What follows belongs to an exercise in optimizing a design on an open flow for small area, a short achievable clock period and few clock cycles; a production flow would make more cautious choices.

==> flow/design.v <==
module qb_crc #(
    parameter integer K = 4                 
) (
    input  wire         clk,
    input  wire         rst,
    input  wire         in_valid,
    output wire         in_ready,
    input  wire [31:0]  in_crc,
    input  wire [511:0] in_data,
    input  wire [63:0]  in_mask,
    output reg          out_valid,
    output reg  [31:0]  out_crc
);
    localparam [31:0] POLY = 32'h82F6_3B78;
    localparam integer N  = 64 / K;         
    localparam integer CW = $clog2(N);
    function [31:0] crc_byte(input [31:0] c_in, input [7:0] b);
        reg [31:0] c;
        integer t;
        begin
            c = c_in ^ {24'd0, b};
            for (t = 0; t < 8; t = t + 1)
                c = (c >> 1) ^ (POLY & {32{c[0]}});
            crc_byte = c;
        end
    endfunction
    reg [CW-1:0]  cnt;                      
    reg           rdy;                      
    reg [8*K-1:0] dreg;
    reg [K-1:0]   mreg;
    reg           v1, last1;
    assign in_ready = rdy | !in_valid;
    wire [8*K-1:0] dsel = in_data[cnt*8*K +: 8*K];
    wire [K-1:0]   msel = in_mask[cnt*K +: K];
    reg [N-1:0]  nz, cand;
    reg [CW-1:0] nxt;
    integer i;
    always @(*) begin
        for (i = 0; i < N; i = i + 1) begin
            nz[i]   = |in_mask[i*K +: K];
            cand[i] = nz[i] && (i > cnt);
        end
        nxt = cnt + 1'b1;
        for (i = N - 1; i >= 0; i = i - 1)
            if (cand[i]) nxt = i;
    end
    wire last_next = ((cand & (cand - 1'b1)) == {N{1'b0}});
    always @(posedge clk) begin
        dreg  <= dsel;
        mreg  <= msel;
        last1 <= rdy;
        if (rst) begin
            cnt <= {CW{1'b0}};
            rdy <= 1'b0;
            v1  <= 1'b0;
        end else begin
            v1 <= in_valid;
            if (in_valid && !rdy) begin
                cnt <= nxt;
                rdy <= last_next;
            end else begin
                cnt <= {CW{1'b0}};
                rdy <= 1'b0;
            end
        end
    end
    reg [31:0] crc;
    reg [31:0] c;
    integer j;
    always @(*) begin
        c = crc;
        for (j = 0; j < K; j = j + 1)
            if (mreg[j]) c = crc_byte(c, dreg[8*j +: 8]);
    end
    always @(posedge clk) begin
        crc     <= (cnt == {CW{1'b0}}) ? in_crc : c;
        out_crc <= c;
        if (rst) out_valid <= 1'b0;
        else     out_valid <= v1 & last1;
    end
endmodule
clock: 10.0 ns
lec_check: 0
cap_margin: 20
core_area: 10 10 290 290
die_area: 0 0 300 300
setup_slack_margin: 5
slew_margin: 20
run.sh (not shown) runs the stock make flow with config.mk's settings and CLKGATE_MAP_FILE= SYNTH_SCRIPT=/design/flow/synth_recipe.tcl, a recipe that flattens the netlist after the stock synthesis.
==> next run, changes <==
==> flow/design.v (replaced) <==
module qb_crc #(
    parameter integer K = 4                 
) (
    input  wire         clk,
    input  wire         rst,
    input  wire         in_valid,
    output wire         in_ready,
    input  wire [31:0]  in_crc,
    input  wire [511:0] in_data,
    input  wire [63:0]  in_mask,
    output reg          out_valid,
    output wire [31:0]  out_crc
);
    localparam [31:0] POLY = 32'h82F6_3B78;
    localparam integer N  = 64 / K;         
    localparam integer CW = $clog2(N);
    function [31:0] crc_byte(input [31:0] c_in, input [7:0] b);
        reg [31:0] c;
        integer t;
        begin
            c = c_in ^ {24'd0, b};
            for (t = 0; t < 8; t = t + 1)
                c = (c >> 1) ^ (POLY & {32{c[0]}});
            crc_byte = c;
        end
    endfunction
    reg [CW-1:0]  cnt;
    reg           rdy;
    reg [8*K-1:0] dreg;
    reg [K-1:0]   mreg;
    reg [31:0]    creg;
    reg           v1, first1, last1;
    assign in_ready = rdy;
    wire [8*K-1:0] dsel = in_data[cnt*8*K +: 8*K];
    wire [K-1:0]   msel = in_mask[cnt*K +: K];
    always @(posedge clk) begin
        dreg <= dsel;
        mreg <= msel;
        creg <= in_crc;
        first1 <= (cnt == {CW{1'b0}});
        last1  <= rdy;
        if (rst) begin
            cnt <= {CW{1'b0}};
            rdy <= 1'b0;
            v1  <= 1'b0;
        end else begin
            v1 <= in_valid;
            if (in_valid) begin
                cnt <= cnt + 1'b1;
                rdy <= (cnt == N - 2);
            end
        end
    end
    reg [31:0] crc;
    assign out_crc = crc;
    reg [31:0] c;
    integer j;
    always @(*) begin
        c = first1 ? creg : crc;
        for (j = 0; j < K; j = j + 1)
            if (mreg[j]) c = crc_byte(c, dreg[8*j +: 8]);
    end
    always @(posedge clk) begin
        if (v1) crc <= c;
        if (rst) out_valid <= 1'b0;
        else     out_valid <= v1 & last1;
    end
endmodule
Area after synthesis is lower by 2.4%.
Hold slack hardly moves.
Global-route usage is about the same.
Setup slack gets worse by 0.081 ns.
No run of this note included a check of the RTL's function; only the layout flow was run.

afterwards: timing with drivers on the ports:
In the flow no input, the clock included, has a driving cell. The finished layouts below were timed again as built, in two steps.
Step 1 assumes that a clkbuf_16 drives the clock port and a buf_2 every other input.
Step 2 also shifts input and output timing later by t, the mid clock arrival at the registers, as if the neighbouring blocks saw the same clock.
Slacks: ideal / step 1 / step 2; pairs: ideal / step 1.
| run | shift t [ns] | slack for setup (ns) | hold slack, ns | worst setup path at the end | worst slew at a driven data input, ns |
|---|---|---|---|---|---|
| the first run | 0.449 | 3.974 / 3.974 / 3.974 | 0.375 / 0.375 / 0.375 | register to register | 0.25 |
| the second run | 0.447 | 3.893 / 3.893 / 3.893 | 0.376 / 0.376 / 0.376 | register to register | 0.30 |
After both steps every run listed still meets setup and hold.
